Background: an optimization exercise with open tools, aiming at a short achievable clock period and few clock cycles per item. Do not read the settings as production practice.
The RTL was checked by simulation tests, not by an equivalence proof against the original design.
No activity file was given, so power comes from the tool's default toggle rates.

== old ==
==> flow/design.v (excerpt) <==
module galley_decoder (
    input  wire        clk,
    input  wire        rst,
    input  wire        start,
    input  wire [1:0]  exp_ratio,
    input  wire [12:0] exp_len,
    output wire        busy,
    input  wire        in_valid,
    input  wire [31:0] in_data,
    output wire        in_ready,
    output wire        wr_en,
    output wire [11:0] wr_addr,
    output wire [7:0]  wr_data,
    output wire        rd_en,
    output wire [11:0] rd_addr,
    input  wire [7:0]  rd_data,
    output reg         done,
    output reg         ok,
    output reg  [2:0]  fail_check,
    output reg  [12:0] len_out
);
==> flow/config.mk <==
export PLATFORM = sky130hd
export DESIGN_NAME = galley_decoder
export DESIGN_NICKNAME = galley_decoder
export VERILOG_FILES = /design/flow/design.v
export SDC_FILE = /design/flow/constraint.sdc
export NUM_CORES = 4
export LEC_CHECK = 0
export CAP_MARGIN = 20
export CORE_MARGIN = 2
export CORE_UTILIZATION = 40
export PLACE_DENSITY = 0.6
export SETUP_SLACK_MARGIN = 5
export SLEW_MARGIN = 20
export TNS_END_PERCENT = 100
==> flow/constraint.sdc <==
create_clock -name core_clock -period 8.0 [get_ports {clk}]
set_input_delay 1.6000 -clock core_clock [delete_from_list [all_inputs] [get_ports {clk}]]
set_output_delay 1.6000 -clock core_clock [all_outputs]
set_load 0.01 [all_outputs]
run.sh (not shown) runs the stock make flow with config.mk's settings and CLKGATE_MAP_FILE= SYNTH_SCRIPT=/design/flow/synth_recipe.tcl, a recipe that flattens the netlist after the stock synthesis.
old reached the final stage; the timing, DRC and antenna checks on its layout passed.
Testbench counts of old, summed over its fixed seeds: cycles 280,737, galleys 72.
--- input diff old..new ---
-- flow/design.v --
<<< old, line 20
    output reg  [12:0] len_out
);
    localparam LF = 5;                
    localparam F  = 1 << LF;
    localparam [7:0] P_IDLE  = 8'b00000001,
>>> new, line 20
    output reg  [12:0] len_out
);
    localparam LF = 6;                
    localparam F  = 1 << LF;
    localparam [7:0] P_IDLE  = 8'b00000001,
Notes after the runs:
- Utilization after layout on new is down relative to old.
- The setup slack of new is smaller than that of old.
- Taking old as the reference, in new global-route usage has increased; required time of the critical path has decreased.
- [diff] net switching power of the design, new relative to old: regression
- Post-synthesis mux area share | new above old
Testbench counts of new, summed over its fixed seeds: cycles 276,405, galleys 72.

========
galley_decoder, a different RTL version from the one above (not shown whole).
For scale: ~8,200 cells after synthesis, about 3,100 flip-flops, about 0.13 sq mm of cells after synthesis.
Settings: LEC_CHECK=0, CAP_MARGIN=20, CORE_MARGIN=2, CORE_UTILIZATION=40, PLACE_DENSITY=0.6, SETUP_SLACK_MARGIN=5, SLEW_MARGIN=20, TNS_END_PERCENT=100; clock period 8.0 ns.
The first run went through all stages and came out clean.
Testbench counts at the start, summed over its fixed seeds: cycles 276,464, galleys 72.
==> next run, changes <==
--- a/flow/design.v
+++ b/flow/design.v
@@ -15,16 +15,15 @@
     output wire [11:0] rd_addr,
     input  wire [7:0]  rd_data,
     output reg         done,
     output reg         ok,
     output reg  [2:0]  fail_check,
     output reg  [12:0] len_out
 );
-    localparam LF = 6;                
-    localparam F  = 1 << LF;
+    localparam F  = 80;                
     localparam [7:0] P_IDLE  = 8'b00000001,
                      P_HDR0  = 8'b00000010,
                      P_HDR1  = 8'b00000100,
                      P_CHK   = 8'b00001000,
                      P_RUN   = 8'b00010000,
                      P_PAD   = 8'b00100000,
                      P_DRAIN = 8'b01000000,
What happened: Cell count came out higher by 17%; cell area goes up by 18%; sequential cell count came out higher by 560; clock power rises by 16%; clock-buffer cell count rises by 105; via count is higher by 17%; die area goes up by 18%; wire length climbs by 21%; power grows by 15%.
Testbench counts after the change, summed over its fixed seeds: cycles 275,987, galleys 72.

========
Setup of alpha:
galley_decoder, a different RTL version from the one above (not shown whole).
For scale: roughly 8400 cells after synthesis, about 3100 flip-flops, about 110 I/O pins, roughly 130000 um^2 of cells after synthesis.
==> flow/config.mk <==
export PLATFORM = sky130hd
export DESIGN_NAME = galley_decoder
export DESIGN_NICKNAME = galley_decoder
export VERILOG_FILES = /design/flow/design.v
export SDC_FILE = /design/flow/constraint.sdc
export NUM_CORES = 4
export LEC_CHECK = 0
export CAP_MARGIN = 20
export CORE_MARGIN = 2
export CORE_UTILIZATION = 40
export PLACE_DENSITY = 0.6
export SETUP_SLACK_MARGIN = 5
export SLEW_MARGIN = 20
export TNS_END_PERCENT = 100
==> flow/constraint.sdc <==
create_clock -name core_clock -period 8.0 [get_ports {clk}]
set_input_delay 1.6000 -clock core_clock [delete_from_list [all_inputs] [get_ports {clk}]]
set_output_delay 1.6000 -clock core_clock [all_outputs]
set_load 0.01 [all_outputs]
Testbench counts of alpha, summed over its fixed seeds: cycles 276,464, galleys 72.
Edits applied to the flow inputs when going from alpha to beta:
-- flow/design.v --
<<< alpha, line 145
    assign rd_en   = rd_en_r;
    assign rd_addr = rd_addr_r;
    reg lv;                       
    wire eng_idle = !c_avail && !s_act && !r_v && !m_v && !lv;
    function [31:0] crc32c_byte;
        input [31:0] c;
>>> beta, line 145
    assign rd_en   = rd_en_r;
    assign rd_addr = rd_addr_r;
    wire eng_idle = !c_avail && !s_act && !r_v && !m_v;
    function [31:0] crc32c_byte;
        input [31:0] c;
<<< alpha, line 289
            r_v        <= 1'b0;
            m_v        <= 1'b0;
            lv         <= 1'b0;
        end else begin
            ir_v    <= take_in;
>>> beta, line 288
            r_v        <= 1'b0;
            m_v        <= 1'b0;
        end else begin
            ir_v    <= take_in;
<<< alpha, line 411
                ccnt <= ccnt - 3'd1;
                if (st_idle) begin
                    ratio      <= exp_ratio;
                    elen       <= exp_len;
                    nw_m1      <= nw_m1_in;
                    wcnt       <= 10'd0;
                    more       <= 1'b1;
                    qv         <= 8'd0;
                    fcode      <= 3'd0;
                    halt       <= 1'b0;
                    pad_bad    <= 1'b0;
                    s_out      <= 12'd0;
                    crc        <= 32'hFFFFFFFF;
                    if (start)
                        pstate <= P_HDR0;
                end
                if (st_hdr0) if (h_wavail) begin
>>> beta, line 409
                ccnt <= ccnt - 3'd1;
                if (st_idle) begin
                    if (start) begin
                        ratio      <= exp_ratio;
                        elen       <= exp_len;
                        nw_m1      <= nw_m1_in;
                        wcnt       <= 10'd0;
                        more       <= 1'b1;
                        qv         <= 8'd0;
                        fcode      <= 3'd0;
                        halt       <= 1'b0;
                        pad_bad    <= 1'b0;
                        s_out      <= 12'd0;
                        crc        <= 32'hFFFFFFFF;
                        pstate     <= P_HDR0;
                    end
                end
                if (st_hdr0) if (h_wavail) begin
<<< alpha, line 529
                lastb <= w_sel;
            end
            lv <= m_v;
            if (lv)
                crc <= crc32c_byte(crc, lastb);
        end
    end
>>> beta, line 528
                lastb <= w_sel;
            end
            if (m_v)
                crc <= crc32c_byte(crc, w_sel);
        end
    end
### Flow results
The final layouts of alpha and beta pass the timing, DRC and antenna checks. Delta (beta minus alpha): synthesized area per cell moved down, highest fanout seen on the critical path moved down, post-route cell area moved up, clock-buffer cell count moved down. Buffering overhead of beta is on par with alpha. beta vs. alpha: synthesized-area fraction occupied by ao, oa, aoi and oai cells closely matched the old numbers, cell count increased by about 0.56% relative to the old numbers, worst hold slack closely matched the old numbers.
Testbench counts of beta, summed over its fixed seeds: cycles 276,398, galleys 72.

## static timing again, ports no longer ideal
Ports are ideal in the flow. The routed layouts listed here were re-timed in OpenROAD. Step 1, drivers: a clkbuf_16 drives clk and a buf_2 each remaining input, both assumed. Step 2, shift: input delay + t, output delay - t, t = (earliest + latest rising clock arrival at the registers) / 2. This alone moves slack from input paths to output paths. Three values: no drivers, after step 1, after step 2; two values: the first two.
run	shift t [ns]	setup WS [ns]	worst register clock-pin slew, ns	worst slew at a driven data input, ns
old	0.913	4.984 / 4.982 / 4.188	0.07 / 0.07	0.05
new	0.974	4.979 / 4.935 / 4.127	0.07 / 0.07	0.05
the first run of note 2	0.983	5.073 / 4.977 / 4.169	0.07 / 0.07	0.08
the second run of note 2	1.032	4.970 / 4.869 / 4.428	0.07 / 0.07	0.05
alpha	1.010	5.004 / 4.946 / 4.056	0.07 / 0.07	0.10
beta	0.952	4.940 / 4.969 / 4.054	0.07 / 0.07	0.06
After both steps setup and hold are still met in every run listed. For alpha, which loses most, drivers alone change the setup slack by -0.058 ns; drivers and shift together by -0.948 ns.
